From an optimization exercise on the open Yosys and OpenROAD flow, aimed at small area, a short achievable clock period and few clock cycles per item; shortcuts taken in it are not production practice.

==> flow/design.v (excerpt) <==
module blk_enc (
    input  wire         clk,
    input  wire         rst_n,
    input  wire         in_valid,
    output wire         in_ready,
    input  wire [31:0]  in_data,
    input  wire [4:0]   cfg_fmt,
    input  wire [1:0]   cfg_mode,
    input  wire [31:0]  cfg_seed,
    input  wire [31:0]  cfg_idx,
    output wire         out_valid,
    input  wire         out_ready,
    output wire [15:0]  out_head,
    output wire [255:0] out_elems,
    output wire         out_overflow,
    output wire [5:0]   out_lost
);
    localparam [31:0] C0 = 32'h9E3779B9;
    localparam [1:0] MODE_RNE = 2'd0, MODE_RTZ = 2'd1, MODE_SR = 2'd2;
    localparam integer NC = 33;              
    integer i;
    function [1:0] f_m;                      
        input [4:0] f;
        case (f)
            5'h0A, 5'h0D, 5'h0B, 5'h0F: f_m = 2'd3;
            5'h0E, 5'h10:               f_m = 2'd2;
            default:                    f_m = 2'd1;
        endcase
    endfunction
    function [3:0] f_bias;
        input [4:0] f;
        case (f)
            5'h0A, 5'h0D: f_bias = 4'd7;
            5'h0E:        f_bias = 4'd15;
            5'h10:        f_bias = 4'd3;
            default:      f_bias = 4'd1;
        endcase
    endfunction
    function [3:0] f_emax;
        input [4:0] f;
        case (f)
            5'h0A, 5'h0D: f_emax = 4'd8;
            5'h0E:        f_emax = 4'd15;
            5'h10:        f_emax = 4'd4;
            default:      f_emax = 4'd2;
        endcase
    endfunction
    function [1:0] f_sbit;                   
        input [4:0] f;
        case (f)
            5'h0A, 5'h0D, 5'h0E:        f_sbit = 2'd3;
            5'h0B, 5'h0F, 5'h10:        f_sbit = 2'd2;
            default:                    f_sbit = 2'd1;
        endcase
    endfunction
    function [1:0] f_sigm;
        input [4:0] f;
        case (f)
            5'h0A, 5'h0D, 5'h0E, 5'h10: f_sigm = 2'd1;
            5'h0B, 5'h0F:               f_sigm = 2'd2;
            default:                    f_sigm = 2'd0;
        endcase
    endfunction
    function f_bead;
        input [4:0] f;
  ...
Size: roughly 5,200 cells after synthesis, roughly 390 I/O pins, ~69,000 um^2 of cells after synthesis.
clock: 30.0 ns
lec_check: 0
cap_margin: 20
core_margin: 2
core_utilization: 40
place_density: 0.6
slew_margin: 20
standard.sh (not shown) runs the stock make flow with config.mk's settings and CLKGATE_MAP_FILE= SYNTH_SCRIPT=/design/flow/synth_recipe.tcl, a recipe that flattens the netlist after the stock synthesis.
==> flow/flow/run.sh <==
#!/bin/bash
# Standard layout (the standard.sh: standard synthesis, floorplan, place,
# CTS, route), with the port buffers made of sky130_fd_sc_hd__buf_2 cells
# instead of the resizer's default pick.
set -euo pipefail
export BUFFER_PORTS_ARGS="-buffer_cell sky130_fd_sc_hd__buf_2"
bash standard.sh > standard_flow.log 2>&1
The baseline finished clean.
Edit:
==> flow/flow/run.sh (replaced) <==
#!/bin/bash
# Standard layout (the standard.sh: standard synthesis, floorplan, place,
# CTS, route), with the port buffers made of sky130_fd_sc_hd__buf_1 cells
# instead of the resizer's default pick.
set -euo pipefail
export BUFFER_PORTS_ARGS="-buffer_cell sky130_fd_sc_hd__buf_1"
bash standard.sh > standard_flow.log 2>&1
After rerunning:
- final area is lower slightly
- synthesized cell count is unchanged
- die area stays the same
- worst hold slack improves by 0.021 ns
- clock-buffer cell count is lower by 13
- area after synthesis does not change
- wire length stays flat
Edit:
==> flow/run.sh (new file) <==
#!/bin/bash
# synth_recipe.tcl (not shown) runs the flow's synth.tcl, then flattens the netlist and writes it again
# the make line also repeats each setting of config.mk as NAME=value (left out here)
make -C /OpenROAD-flow-scripts/flow DESIGN_CONFIG=/design/flow/config.mk WORK_HOME=/design/flow/orfs CLKGATE_MAP_FILE= SYNTH_SCRIPT=/design/flow/synth_recipe.tcl finish
- CTS_BUF_LIST: not set -> sky130_fd_sc_hd__clkbuf_4 sky130_fd_sc_hd__clkbuf_8
removed: flow/flow/run.sh
removed: flow/standard.sh
After rerunning: Via count grows slightly; synthesized cell count stays the same; maximum frequency shrinks by a few percent; count of clock-buffer cells in the layout grows by 210; worst hold slack degrades by 0.046 ns.
Edit:
- CTS_BUF_LIST: sky130_fd_sc_hd__clkbuf_4 sky130_fd_sc_hd__clkbuf_8 -> not set
=> Setup slack gets better by 0.15 ns; non-clock buffer count is unchanged; core utilization barely changes; via count is lower by 1.5%; final area barely changes; die area does not change; final cell count went down by 2.1%; synthesized area is unchanged; sequential cell count is unchanged.
No functional check of the RTL was part of any run of this note.

## separate check: timing with driven ports
How much do the figures lean on ideal ports? The routed layouts below were timed once more, with nothing changed but the port constraints. Step 1 assumes that a clkbuf_16 drives the clock port and a buf_2 every other input. Step 2 also shifts input and output timing later by t, the mid clock arrival at the registers, as if the neighbouring blocks saw the same clock. Slacks: ideal ports / drivers / drivers and shift; pairs: ideal ports / drivers.
| run | t (ns) | slack for setup (ns) | worst slew at a driven data input, ns |
|---|---|---|---|
| the first run | 0.875 | 22.520 / 22.450 / 21.695 | 0.16 |
| the second run | 0.867 | 22.417 / 22.422 / 21.612 | 0.19 |
| the third run | 1.017 | 21.970 / 21.897 / 21.324 | 0.22 |
| the fourth run | 0.879 | 22.116 / 22.036 / 21.318 | 0.18 |
After both steps every run listed still meets setup and hold. For the first run, which loses most, drivers alone change the setup slack by -0.070 ns; drivers and shift together by -0.825 ns.
